This design comes from an exercise in tuning for small area and a short achievable clock period on the open sky130 flow, not from production work.
No functional check of the RTL was part of any run shown here.

## flow/design.v (module list and top-level ports; edited modules follow where they fit)
// module lane_fma: 2455 lines
module lane_fma (
    input  wire        clk,
    input  wire        rst,
    input  wire        in_valid,
    input  wire [2:0]  in_op,
    input  wire [1:0]  in_mod,
    input  wire [31:0] in_a,
    input  wire [31:0] in_b,
    input  wire [31:0] in_c,
    output reg         out_valid,
    output reg  [31:0] out_res,
    output reg         out_clamp,
    output reg         out_bad
);
  // ...
==> flow/flow/run.sh <==
#!/bin/bash
# The standard layout (standard.sh, unchanged synthesis), with two
# settings outside config.mk's list: timing repair aims for 6 ns of setup
# slack, and the port buffers are buf_1 cells. make's full output goes to
# standard.log; each ORFS step logs under orfs/logs/.
export SETUP_SLACK_MARGIN=6
export BUFFER_PORTS_ARGS="-buffer_cell sky130_fd_sc_hd__buf_1"
bash standard.sh > standard.log 2>&1
==> flow/standard.sh <==
#!/bin/bash
# synth_recipe.tcl (not shown) runs the flow's synth.tcl, then flattens the netlist and writes it again
# the make line also repeats each setting of config.mk as NAME=value (left out here)
make -C /OpenROAD-flow-scripts/flow DESIGN_CONFIG=/design/flow/config.mk WORK_HOME=/design/flow/orfs CLKGATE_MAP_FILE= SYNTH_SCRIPT=/design/flow/synth_recipe.tcl "${@:-finish}"
==> flow/config.mk <==
export PLATFORM = sky130hd
export DESIGN_NAME = lane_fma
export DESIGN_NICKNAME = lane_fma
export VERILOG_FILES = /design/flow/design.v
export SDC_FILE = /design/flow/constraint.sdc
export NUM_CORES = 4
export LEC_CHECK = 0
export CAP_MARGIN = 20
export CORE_MARGIN = 2
export CORE_UTILIZATION = 60
export SLEW_MARGIN = 20
==> flow/constraint.sdc <==
create_clock -name core_clock -period 11.0 [get_ports {clk}]
set_input_delay 2.2000 -clock core_clock [delete_from_list [all_inputs] [get_ports {clk}]]
set_output_delay 2.2000 -clock core_clock [all_outputs]
set_load 0.01 [all_outputs]
==> results.json, run 1 <==
{
  "status": "complete, no violations",
  "wl_met2_um": 69900,
  "path_buf_inv": 4,
  "crit_end": "r3_lz[1]",
  "drt-initial-drc-count": 5225,
  "final_cell_mix": "562 x nand2_1, 400 x dfxtp_1, 388 x xnor2_1",
  "dieHeight_um": 272,
  "start_util_pct": 60.3,
  "cts_tree": "built",
  "layoutNonFillerInstCount": 6110,
  "yosys_warnings": 1,
  "root_buffer": "clkbuf_16",
  "cts.htree.levels": 2,
  "slowest_delay_ns": 0.63,
  "synth_xor_area_share_pct": 11.3,
  "synth-seq-area-share_pct": 19.4,
  "setup_viol": 0,
  "synth_area_per_cell_um2": 8.40,
  "grt-ovfl-total": 0,
  "whs_path_depth": 0,
  "path_max_fanout": 6,
  "worst_setup_path_start_kind": "flop",
  "drv_cap": 0,
  "seq_share_pct": 17.6,
  "hold_viol_final": 0,
  "numCtsBuffers": 47,
  "biggestCellCategory": "multi-input combinational cells",
  "n_all_inverters": 343,
  "netlist_area_um2": 43000,
  "syn_inst": 5119,
  "worst_pin_slew_ns": 1.12,
  "synth-seq-cells": 417,
  "use_met2_pct": 65.5,
  "netlist.area_leader.share_pct": 19.4,
  "worst_slack_ns": 5.99,
  "fin_crit_ns": 5.01,
  "multi_input_area_share_pct": 68.9,
  "top_regs": "r2_q (127), r3_mag (77), q_ar (32)",
  "slew_violations": 0,
  "core_um2": 71200,
  "antenna_left": 0,
  "clockNetworkAreaShare_pct": 3.37
}
==> run 2: changes to the inputs <==
--- a/flow/design.v
+++ b/flow/design.v
@@ -2236,161 +2236,114 @@
     assign c1[76] = gl6[75] | pl6[75];
     assign c0[77] = gl6[76];
     assign c1[77] = gl6[76] | pl6[76];
     wire [77:0] st = p0 ^ c0;
     wire [77:0] su = p0 ^ c1;
     wire        sneg = r2_esub & su[77];
     wire [76:0] mag  = !r2_esub ? st[76:0] : sneg ? ~st[76:0] : su[76:0];
     wire [127:0] lzv = {mag, 51'd0};
-    wire [31:0] lzg;
-    assign lzg[0] = |lzv[3:0];
-    assign lzg[1] = |lzv[7:4];
-    assign lzg[2] = |lzv[11:8];
-    assign lzg[3] = |lzv[15:12];
-    assign lzg[4] = |lzv[19:16];
-    assign lzg[5] = |lzv[23:20];
-    assign lzg[6] = |lzv[27:24];
-    assign lzg[7] = |lzv[31:28];
-    assign lzg[8] = |lzv[35:32];
-    assign lzg[9] = |lzv[39:36];
-    assign lzg[10] = |lzv[43:40];
-    assign lzg[11] = |lzv[47:44];
-    assign lzg[12] = |lzv[51:48];
-    assign lzg[13] = |lzv[55:52];
-    assign lzg[14] = |lzv[59:56];
-    assign lzg[15] = |lzv[63:60];
-    assign lzg[16] = |lzv[67:64];
-    assign lzg[17] = |lzv[71:68];
-    assign lzg[18] = |lzv[75:72];
-    assign lzg[19] = |lzv[79:76];
-    assign lzg[20] = |lzv[83:80];
-    assign lzg[21] = |lzv[87:84];
-    assign lzg[22] = |lzv[91:88];
-    assign lzg[23] = |lzv[95:92];
-    assign lzg[24] = |lzv[99:96];
-    assign lzg[25] = |lzv[103:100];
-    assign lzg[26] = |lzv[107:104];
-    assign lzg[27] = |lzv[111:108];
-    assign lzg[28] = |lzv[115:112];
-    assign lzg[29] = |lzv[119:116];
-    assign lzg[30] = |lzv[123:120];
-    assign lzg[31] = |lzv[127:124];
-    wire lz_z0 = ~lzg[31] & ~lzg[30];
-    wire lz_z1 = ~lzg[29] & ~lzg[28];
+    wire [15:0] lzg;
+    assign lzg[0] = |lzv[7:0];
+    assign lzg[1] = |lzv[15:8];
+    assign lzg[2] = |lzv[23:16];
+    assign lzg[3] = |lzv[31:24];
+    assign lzg[4] = |lzv[39:32];
+    assign lzg[5] = |lzv[47:40];
+    assign lzg[6] = |lzv[55:48];
+    assign lzg[7] = |lzv[63:56];
+    assign lzg[8] = |lzv[71:64];
+    assign lzg[9] = |lzv[79:72];
+    assign lzg[10] = |lzv[87:80];
+    assign lzg[11] = |lzv[95:88];
+    assign lzg[12] = |lzv[103:96];
+    assign lzg[13] = |lzv[111:104];
+    assign lzg[14] = |lzv[119:112];
+    assign lzg[15] = |lzv[127:120];
+    wire lz_z0 = ~lzg[15] & ~lzg[14];
+    wire lz_z1 = ~lzg[13] & ~lzg[12];
     wire lz_z2 = lz_z0 & lz_z1;
-    wire lz_c2_0 = lz_z0 ? ~lzg[29] : ~lzg[31];
-    wire lz_z3 = ~lzg[27] & ~lzg[26];
-    wire lz_z4 = ~lzg[25] & ~lzg[24];
+    wire lz_c2_0 = lz_z0 ? ~lzg[13] : ~lzg[15];
+    wire lz_z3 = ~lzg[11] & ~lzg[10];
+    wire lz_z4 = ~lzg[9] & ~lzg[8];
     wire lz_z5 = lz_z3 & lz_z4;
-    wire lz_c5_0 = lz_z3 ? ~lzg[25] : ~lzg[27];
+    wire lz_c5_0 = lz_z3 ? ~lzg[9] : ~lzg[11];
     wire lz_z6 = lz_z2 & lz_z5;
     wire lz_c6_0 = lz_z2 ? lz_z3 : lz_z0;
     wire lz_c6_1 = lz_z2 ? lz_c5_0 : lz_c2_0;
-    wire lz_z7 = ~lzg[23] & ~lzg[22];
-    wire lz_z8 = ~lzg[21] & ~lzg[20];
+    wire lz_z7 = ~lzg[7] & ~lzg[6];
+    wire lz_z8 = ~lzg[5] & ~lzg[4];
     wire lz_z9 = lz_z7 & lz_z8;
-    wire lz_c9_0 = lz_z7 ? ~lzg[21] : ~lzg[23];
-    wire lz_z10 = ~lzg[19] & ~lzg[18];
-    wire lz_z11 = ~lzg[17] & ~lzg[16];
+    wire lz_c9_0 = lz_z7 ? ~lzg[5] : ~lzg[7];
+    wire lz_z10 = ~lzg[3] & ~lzg[2];
+    wire lz_z11 = ~lzg[1] & ~lzg[0];
     wire lz_z12 = lz_z10 & lz_z11;
-    wire lz_c12_0 = lz_z10 ? ~lzg[17] : ~lzg[19];
+    wire lz_c12_0 = lz_z10 ? ~lzg[1] : ~lzg[3];
     wire lz_z13 = lz_z9 & lz_z12;
     wire lz_c13_0 = lz_z9 ? lz_z10 : lz_z7;
     wire lz_c13_1 = lz_z9 ? lz_c12_0 : lz_c9_0;
     wire lz_z14 = lz_z6 & lz_z13;
     wire lz_c14_0 = lz_z6 ? lz_z9 : lz_z2;
     wire lz_c14_1 = lz_z6 ? lz_c13_0 : lz_c6_0;
     wire lz_c14_2 = lz_z6 ? lz_c13_1 : lz_c6_1;
-    wire lz_z15 = ~lzg[15] & ~lzg[14];
-    wire lz_z16 = ~lzg[13] & ~lzg[12];
-    wire lz_z17 = lz_z15 & lz_z16;
-    wire lz_c17_0 = lz_z15 ? ~lzg[13] : ~lzg[15];
-    wire lz_z18 = ~lzg[11] & ~lzg[10];
-    wire lz_z19 = ~lzg[9] & ~lzg[8];
-    wire lz_z20 = lz_z18 & lz_z19;
-    wire lz_c20_0 = lz_z18 ? ~lzg[9] : ~lzg[11];
-    wire lz_z21 = lz_z17 & lz_z20;
-    wire lz_c21_0 = lz_z17 ? lz_z18 : lz_z15;
-    wire lz_c21_1 = lz_z17 ? lz_c20_0 : lz_c17_0;
-    wire lz_z22 = ~lzg[7] & ~lzg[6];
-    wire lz_z23 = ~lzg[5] & ~lzg[4];
-    wire lz_z24 = lz_z22 & lz_z23;
-    wire lz_c24_0 = lz_z22 ? ~lzg[5] : ~lzg[7];
-    wire lz_z25 = ~lzg[3] & ~lzg[2];
-    wire lz_z26 = ~lzg[1] & ~lzg[0];
-    wire lz_z27 = lz_z25 & lz_z26;
-    wire lz_c27_0 = lz_z25 ? ~lzg[1] : ~lzg[3];
-    wire lz_z28 = lz_z24 & lz_z27;
-    wire lz_c28_0 = lz_z24 ? lz_z25 : lz_z22;
-    wire lz_c28_1 = lz_z24 ? lz_c27_0 : lz_c24_0;
-    wire lz_z29 = lz_z21 & lz_z28;
-    wire lz_c29_0 = lz_z21 ? lz_z24 : lz_z17;
-    wire lz_c29_1 = lz_z21 ? lz_c28_0 : lz_c21_0;
-    wire lz_c29_2 = lz_z21 ? lz_c28_1 : lz_c21_1;
-    wire lz_z30 = lz_z14 & lz_z29;
-    wire lz_c30_0 = lz_z14 ? lz_z21 : lz_z6;
-    wire lz_c30_1 = lz_z14 ? lz_c29_0 : lz_c14_0;
-    wire lz_c30_2 = lz_z14 ? lz_c29_1 : lz_c14_1;
-    wire lz_c30_3 = lz_z14 ? lz_c29_2 : lz_c14_2;
-    wire       lzero = lz_z30;
-    wire [4:0] lzc = {lz_z14, lz_c30_0, lz_c30_1, lz_c30_2, lz_c30_3};
+    wire       lzero = lz_z14;
+    wire [3:0] lzc = {lz_z6, lz_c14_0, lz_c14_1, lz_c14_2};
     wire [76:0] mag_ps = mag;
     reg        r3_valid;
     reg [1:0]  r3_mod;
     reg        r3_sp_hit, r3_sp_bad, r3_sp_inf, r3_sp_sgn;
     reg        r3_sign, r3_zero;
     reg [76:0] r3_mag;
     reg        r3_stl;
-    reg [4:0]  r3_lz;
+    reg [3:0]  r3_lz;
     reg signed [10:0] r3_e76;
     always @(posedge clk) begin
         if (rst) r3_valid <= 1'b0;
         else     r3_valid <= r2_valid;
         r3_mod    <= r2_mod;
         r3_sp_hit <= r2_sp_hit;
         r3_sp_bad <= r2_sp_bad;
         r3_sp_inf <= r2_sp_inf;
         r3_sp_sgn <= r2_sp_sgn;
         r3_sign   <= r2_psign ^ sneg;
         r3_zero   <= lzero;
         r3_mag    <= mag_ps[76:0];
         r3_stl    <= 1'b0;
         r3_lz     <= lzc;
         r3_e76    <= r2_e76;
     end
-    wire [76:0] nrm4 = r3_mag << {r3_lz[4:0], 2'b00};
-    wire [1:0]  f    = nrm4[76] ? 2'd0 : nrm4[75] ? 2'd1 : nrm4[74] ? 2'd2 : 2'd3;
+    wire [76:0] nrm4 = r3_mag << {r3_lz[3:0], 3'b000};
+    wire [2:0]  f    = nrm4[76] ? 3'd0 : nrm4[75] ? 3'd1 : nrm4[74] ? 3'd2 : nrm4[73] ? 3'd3 : nrm4[72] ? 3'd4 : nrm4[71] ? 3'd5 : nrm4[70] ? 3'd6 : 3'd7;
     wire [76:0] norm = nrm4 << f;
     wire [23:0] mant = norm[76:53];
     wire        rbit = norm[52];
     reg         stc;
     integer     k;
     always @(*) begin
         stc = 1'b0;
         stc = r3_stl;
-        for (k = 0; k < 49; k = k + 1)
-            if ({1'b0, r3_lz[4:0], 2'b00} < 8'd49 - k[7:0]) stc = stc | r3_mag[k];
+        for (k = 0; k < 45; k = k + 1)
+            if ({1'b0, r3_lz[3:0], 3'b000} < 8'd45 - k[7:0]) stc = stc | r3_mag[k];
     end
-    wire sticky = stc | (nrm4[51] && f <= 2'd0) | (nrm4[50] && f <= 2'd1) | (nrm4[49] && f <= 2'd2);
-    wire signed [10:0] ec   = r3_e76 - $signed({4'b0000, r3_lz, 2'b00});
-    wire signed [10:0] epre = ec - $signed({9'd0, f});
+    wire sticky = stc | (nrm4[51] && f <= 3'd0) | (nrm4[50] && f <= 3'd1) | (nrm4[49] && f <= 3'd2) | (nrm4[48] && f <= 3'd3) | (nrm4[47] && f <= 3'd4) | (nrm4[46] && f <= 3'd5) | (nrm4[45] && f <= 3'd6);
+    wire signed [10:0] ec   = r3_e76 - $signed({4'b0000, r3_lz, 3'b000});
+    wire signed [10:0] epre = ec - $signed({8'd0, f});
     wire        rup  = rbit && (sticky || mant[0]);
     wire        mall = &mant;
     wire        mcy  = mall && rup;                  
     wire [22:0] frac = mant[22:0] + {22'd0, rup};    
     wire        fnz  = (|mant[22:0]) || rup;         
     reg [7:0] eo_c, eo1_c;
     reg lt1_c, eq0_c, g254_c, e254_c, g127_c, e127_c;
     integer q;
     reg signed [10:0] ek;
     always @(*) begin
         eo_c = 8'd0; eo1_c = 8'd0; lt1_c = 1'b0; eq0_c = 1'b0;
         g254_c = 1'b0; e254_c = 1'b0; g127_c = 1'b0; e127_c = 1'b0;
-        for (q = 0; q < 4; q = q + 1) begin
+        for (q = 0; q < 8; q = q + 1) begin
             ek = ec - q;
             if (f == q) begin
                 eo_c = ek[7:0]; eo1_c = ek[7:0] + 8'd1;
                 lt1_c = ek < 11'sd1; eq0_c = ek == 11'sd0;
                 g254_c = ek > 11'sd254; e254_c = ek == 11'sd254;
                 g127_c = ek > 11'sd127; e127_c = ek == 11'sd127;
             end
         end
==> run 2 against run 1 <==
Non-clock buffer count decreased by 36. Synthesized area increased by 3.0%. Global-route usage increased by 1.2 points. Sequential share of layout area decreased by 0.12 points. Critical path type unchanged. Clock skew increased by 0.032 ns. Still clean.
==> results.json, run 2 <==
{
  "antenna_left": 0,
  "hold_viol_final": 0,
  "fin_setup_tns_ns": 0,
  "wl_um": 164000,
  "clock_sinks": 416,
  "worst_pin_slew_ns": 1.10,
  "status": "complete, no violations",
  "grt_usage_pct": 42.1,
  "grt-ovfl-total": 0,
  "path_max_fanout": 30,
  "regMostFlops": "r2_q",
  "place_area_um2": 45200,
  "yosys.area_share.adder_pct": 19.6,
  "final_area_um2": 47800,
  "ctsHoldBuffers": 0,
  "place.gp.congestion": 1.01,
  "path_buf_inv": 4,
  "fill_cells": 6312,
  "root_buffer": "clkbuf_16",
  "layout.cells.most_common": "nand2_1",
  "cts.htree.levels": 2,
  "top_regs": "r2_q (127), r3_mag (77), q_ar (32)",
  "timing.final.crit_share_pct": 44.7,
  "yosysMostFrequentCell": "nand2_1",
  "pre_cts_ws_ns": 4.99,
  "hold_ws_ns": 0.318,
  "drv_cap": 0,
  "fin_skew_ns": 0.0547,
  "worstPathRequired_ns": 11.52,
  "final_cell_mix": "617 x nand2_1, 424 x xnor2_1, 404 x dfxtp_1",
  "yosys_warnings": 1,
  "netlist.area_leader.share_pct": 18.8,
  "clk_path_buf_depth": 3,
  "drt-initial-drc-count": 5914,
  "port_buffers": 138,
  "die_w_um": 276,
  "clock.fmax_ghz": 0.203,
  "layout-drive-gt1-share_pct": 8.14,
  "synth_ff_type": "dfxtp_1",
  "yosys-top-cells-area": "dfxtp_1 19%, fa_1 14%, xnor2_1 8.5%",
  "drtPass1Iterations": 9,
  "clk_latency_ns": 0.63,
  "setup_viol": 0,
  "crit_chain": "nor2_2 > or2_4 > buf_4 > buf_4 > nand3_1 > buf_4 > mux2i_1 > mux2i_1 > mux2i_1 > mux2i_1 > a32oi_1 > o22ai_1 > nand2_1 > xor2_1 > fa_1 > inv_1 > ha_1",
  "hold_path_class": "flop to flop",
  "antenna_found_initial": 6,
  "synth-seq-cells": 416,
  "critical_path_class": "flop to flop",
  "dpl.hpwl_um": 119000,
  "cp_common_cell": "mux2i_1",
  "synthMuxAreaShare_pct": 4.40,
  "core_um2": 73000,
  "crit_family": "multiplexers",
  "dieHeight_um": 276,
  "synth-seq-area-share_pct": 18.8,
  "synth_top_family_by_area": "compound AO/OA/AOI/OAI gates",
  "numCtsBuffers": 47,
  "grt_max_degree": 106,
  "slowest_delay_ns": 0.63,
  "largest_reg_flops": 127,
  "dieArea_um2": 76000,
  "clkSlewWorstSetupHoldPaths_ns": 0.06,
  "synth_area_per_cell_um2": 8.12,
  "yosys.area_share.simple_pct": 17.8,
  "worst_slack_ns": 6.08,
  "timing.slew.headroom_pct": 26.2,
  "fin_crit_ns": 4.92,
  "multiInputGateArea_um2": 33400,
  "drcViolationCount": 0,
  "viasPerCell": 6.70,
  "vias": 42800,
  "arrival_ns": 5.44,
  "wl_per_cell_um": 25.7,
  "synthDistinctLibCells": 124,
  "syn_inst": 5449,
  "yosysTopAreaCell": "dfxtp_1",
  "seqCellArea_um2": 8360,
  "slew_violations": 0,
  "worst_setup_path_start_kind": "flop",
  "synth_edf_count": 0,
  "synthesis.nets": 6063,
  "grt_pass1_wl_um": 246000,
  "rsz0062_at_grt": "true",
  "area_delta_synth_final_pct": 8.04,
  "critPathCaptureType": "flop",
  "final_nets": 6011,
  "num_io_pins": 139,
  "start_util_pct": 60.7,
  "synth_compound_area_share_pct": 20.6,
  "grt_pass1_vias": 40100,
  "slowest_stage": "fa_1",
  "netlist_area_um2": 44300,
  "synth_xor_area_share_pct": 12.0,
  "cts_tree": "built",
  "row_count": 99,
  "ys_top_cells_by_count": "623 x nand2_1, 431 x xnor2_1, 416 x dfxtp_1",
  "async_flop_share_pct": 0
}
run 2: worst register-to-register path, stage by stage, from the launching register on:
cell and delay (ns):
dfxtp_1 0.37, nor2_2 0.08, or2_4 0.30, buf_4 0.20, buf_4 0.21, nand3_1 0.10
buf_4 0.40, mux2i_1 0.36, mux2i_1 0.18, mux2i_1 0.29, mux2i_1 0.17, a32oi_1 0.44
o22ai_1 0.17, nand2_1 0.10, xor2_1 0.51, fa_1 0.63, inv_1 0.10, ha_1 0.22
run 2: timing repair:
action | in CTS | in global routing
setup buffers | 17 | 22
setup endpoints to repair | 101 | 71
resized for setup | 61 | 63
cloned | 6 | 4
pin swaps | 5 | 13
run 2: path summary, 6_finish.rpt:
path / startpoint / end / slack [ns] / cells after the start
min reg2reg: r3_mod[1] / q_mod[1] / 0.32 / 0
min: r3_mod[1] / q_mod[1] / 0.32 / 0
max: r1_shn[10] / r2_q[101] / 6.08 / 17
max reg2reg: r1_shn[10] / r2_q[101] / 6.08 / 17
run 2: stage by stage:
stage / std cells / utilization (%)
4_1_cts: 6364 / 64.8
3_5_place_dp: 6257 / 61.9
5_1_grt: 6392 / 65.5
6_report: 6392 / 65.5
3_3_place_gp: 6257 / 61.9
2_1_floorplan: 5449 / -
run 2: kinds of logic (layout without fill, tap and decap cells):
| kind of cell | count (synthesis) | in the layout |
|---|---|---|
| buffers and inverters | 739 | 718 |
| AO/OA/AOI/OAI | 1345 | 1346 |
| AND/OR/NAND/NOR | 1655 | 1658 |
| adder cells (fa/ha/maj) | 510 | 510 |
| multiplexers | 180 | 180 |
| other | 0 | 1 |
| flip-flops | 416 | 416 |
| XOR/XNOR | 604 | 604 |
run 2: final cells by class:
type | instances | area share, %
clock inverter | 25 | 0.646
inverter | 338 | 2.66
sequential | 416 | 17.5
timing repair buffer | 296 | 4.13
clock buffer | 59 | 2.70
tap | 959 | 2.51
antenna | 1 | 0.00523
multi-input combinational | 4298 | 69.9
run 2: per-layer routing:
metal	vias to the layer above	track usage [%]	part of all wire, %
met5	-	1.00	0.089
met4	8	19.6	5.5
met3	612	11.3	13
met2	3085	62.6	42
met1	20200	57.0	39
li1	18900	-	-
==> run 3: changes to the inputs <==
==> flow/flow/run.sh (replaced) <==
#!/bin/bash
# The standard layout (standard.sh, unchanged synthesis), with two
# settings outside config.mk's list: timing repair aims for 6.5 ns of setup
# slack, and the port buffers are buf_1 cells. make's full output goes to
# standard.log; each ORFS step logs under orfs/logs/.
export SETUP_SLACK_MARGIN=6.5
export BUFFER_PORTS_ARGS="-buffer_cell sky130_fd_sc_hd__buf_1"
bash standard.sh > standard.log 2>&1
==> run 3 against run 2 <==
Clock-buffer cell count is 2 higher. Critical path type unchanged. Clock skew fell by 0.0045 ns. Final cell count increased by 2.6%. Still clean. Via count grew 4.2%.
==> results.json, run 3 <==
{
  "root_buffer": "clkbuf_16",
  "row_count": 99,
  "vias": 44600,
  "drt-initial-drc-count": 6431,
  "synthDistinctLibCells": 124,
  "core_um2": 73000,
  "r2r-start": "r2_q[2]",
  "layout.cells.most_common": "nand2_1",
  "area_delta_synth_final_pct": 16.2,
  "antenna_left": 0,
  "whs_path_depth": 0,
  "async_flop_share_pct": 0,
  "crit_chain": "ha_4 > fa_2 > a21o_1 > a221o_2 > a22oi_4 > nand4_4 > a311o_1 > a21oi_4 > buf_12 > buf_6 > clkbuf_16 > nor2_1 > or3_1 > a22oi_1 > o211ai_1 > nor3_1 > o21ai_0 > a21boi_1",
  "grt_pass1_vias": 41400,
  "drtPass1Iterations": 10,
  "cts_tree": "built",
  "path_max_fanout": 5,
  "synth_area_per_cell_um2": 8.12,
  "viasPerCell": 6.80,
  "hold_viol_final": 0,
  "arrival_ns": 5.17,
  "dieHeight_um": 276,
  "hold_path_class": "flop to flop",
  "layout-drive-gt1-share_pct": 16.1,
  "critical_path_class": "flop to flop",
  "path_buf_inv": 3,
  "wl_per_cell_um": 26.9,
  "slowest_delay_ns": 0.41,
  "worstPathRequired_ns": 11.52,
  "final_cell_mix": "606 x nand2_1, 414 x xnor2_1, 391 x dfxtp_1",
  "drcViolationCount": 0,
  "num_io_pins": 139,
  "grt_pass1_wl_um": 254000,
  "dieArea_um2": 76000,
  "holdPathEnd": "r2_psign",
  "synth_edf_count": 0,
  "synth-seq-area-share_pct": 18.8,
  "yosys_warnings": 1,
  "worst_pin_slew_ns": 1.07,
  "cp.depth": 18,
  "synthesis.nets": 6063,
  "antenna_found_initial": 5,
  "ctsHoldBuffers": 0,
  "timing.slew.headroom_pct": 28.0,
  "reg2reg_depth": 18,
  "final_nets": 6173,
  "yosys-top-cells-area": "dfxtp_1 19%, fa_1 14%, xnor2_1 8.5%",
  "clock.fmax_ghz": 0.215,
  "drv_cap": 0,
  "largest_reg_flops": 127,
  "dpl.hpwl_um": 118000,
  "crit_family": "compound AO/OA/AOI/OAI gates",
  "die_w_um": 276,
  "slew_violations": 0,
  "wl_um": 177000,
  "yosysMostFrequentCell": "nand2_1",
  "fin_skew_ns": 0.0502,
  "cts.htree.levels": 2,
  "synth-seq-cells": 416,
  "worst_setup_path_start_kind": "flop",
  "rsz0062_at_grt": "true",
  "slowest_stage": "a221o_2",
  "clk_latency_ns": 0.63,
  "syn_inst": 5449,
  "yosysTopAreaCell": "dfxtp_1",
  "grt-ovfl-total": 0,
  "setup_viol": 0,
  "ys_top_cells_by_count": "623 x nand2_1, 431 x xnor2_1, 416 x dfxtp_1",
  "port_buffers": 138,
  "netlist_area_um2": 44300,
  "synth_ff_type": "dfxtp_1",
  "start_util_pct": 60.7,
  "ff2ff_setup_slack_ns": 6.35,
  "status": "complete, no violations",
  "netlist.area_leader.share_pct": 18.8,
  "critPathCaptureType": "flop",
  "timing.final.crit_share_pct": 42.3,
  "final_util_pct": 70.5,
  "hold_start": "r1_psign",
  "place.gp.congestion": 1.02,
  "fin_crit_ns": 4.65,
  "grt_usage_pct": 43.9,
  "grt_max_degree": 64,
  "clock_sinks": 416,
  "r2r-end": "r3_lz[0]",
  "numCtsBuffers": 47,
  "regMostFlops": "r2_q",
  "fin_setup_tns_ns": 0,
  "clk_path_buf_depth": 3,
  "clkSlewWorstSetupHoldPaths_ns": 0.06,
  "top_regs": "r2_q (127), r3_mag (77), q_ar (32)"
}
## run 3: cell counts after synthesis
Identical to the previous run, type by type.
## run 3: metrics by stage
| step | cell area [um2] | std cells | hold slack, ns | worst slack (ns) |
|---|---|---|---|---|
| 5_1_grt | 51400 | 6556 | 0.319 | 6.26 |
| 4_1_cts | 48900 | 6438 | 0.309 | 6.44 |
| 3_5_place_dp | 45300 | 6254 | 0.312 | 4.55 |
| 3_3_place_gp | 45300 | 6254 | 0.310 | 4.60 |
| 2_1_floorplan | 44500 | 5449 | 0.310 | 6.23 |
| 6_report | 51400 | 6559 | 0.313 | 6.35 |
## run 3: how the worst max path moves through the flow
stage	from	to	slack, ns
floorplan	in_a[23]	r1_shn[8]	6.23
global placement	r3_lz[0]	q_normal	4.60
detailed placement	r3_lz[0]	q_normal	4.55
CTS	r1_shn[10]	r2_q[107]	6.44
global route	r2_q[10]	r3_lz[2]	6.26
finish	r2_q[2]	r3_lz[0]	6.35
## run 3: kinds of logic (layout without fill, tap and decap cells)
kind of cell	Yosys count	count (layout)	share of synthesized area [%]
buf+inv	739	879	6.74
simple gates	1655	1663	17.8
other cells	0	3	0
flops	416	416	18.8
compound gates	1345	1345	20.6
mux	180	180	4.40
xor+xnor	604	604	12.0
fa+ha+maj	510	510	19.6
## run 3: cell type report
type,count,area (um2)
diodes,3,7.51
clock buffers,61,1330
repair buffers,454,3970
well taps,959,1200
flip-flops and latches,416,8400
inverters,338,1280
clock inverters,26,317
fillers,5779,21500
multi-input cells,4302,34900
## run 3: routing by layer
| metal | track usage (%) | vias up | share of wire [%] |
|---|---|---|---|
| li1 | - | 19200 | - |
| met1 | 56.6 | 20900 | 37 |
| met2 | 65.3 | 3570 | 42 |
| met3 | 14.8 | 928 | 14 |
| met4 | 22.7 | 6 | 7.3 |
| met5 | 0 | - | 0.023 |
## run 3: timing repair
| action | 4_1_cts | 5_1_grt |
|---|---|---|
| gates cloned | 24 | 12 |
| buffers inserted | 73 | 106 |
| pin swaps | 70 | 121 |
| setup endpoints to repair | 158 | 113 |
| resized for setup | 257 | 320 |

-- separate check: timing with driven ports --
The flow's constraints put no driver on any port. The routed layouts listed below were extracted and timed again, unchanged, in two steps.
Step 1 assumes that a clkbuf_16 drives the clock port and a buf_2 every other input.
Step 2 moves the port delays by t, midway between the first and last clock arrival at a register: inputs arrive t later, outputs are due t later. That takes back most of the time a late clock gives input paths.
Three values: no drivers, after step 1, after step 2; two values: the first two.
run	t (ns)	setup WS [ns]	worst slew at a driven data input, ns
run 1	0.668	5.991 / 5.991 / 5.616	0.04
run 2	0.682	6.080 / 6.080 / 5.543	0.03
run 3	0.685	6.348 / 6.348 / 5.711	0.06
After both steps setup and hold are still met in every run listed. For run 3, which loses most, drivers alone change the setup slack by 0.000 ns; drivers and shift together by -0.637 ns.
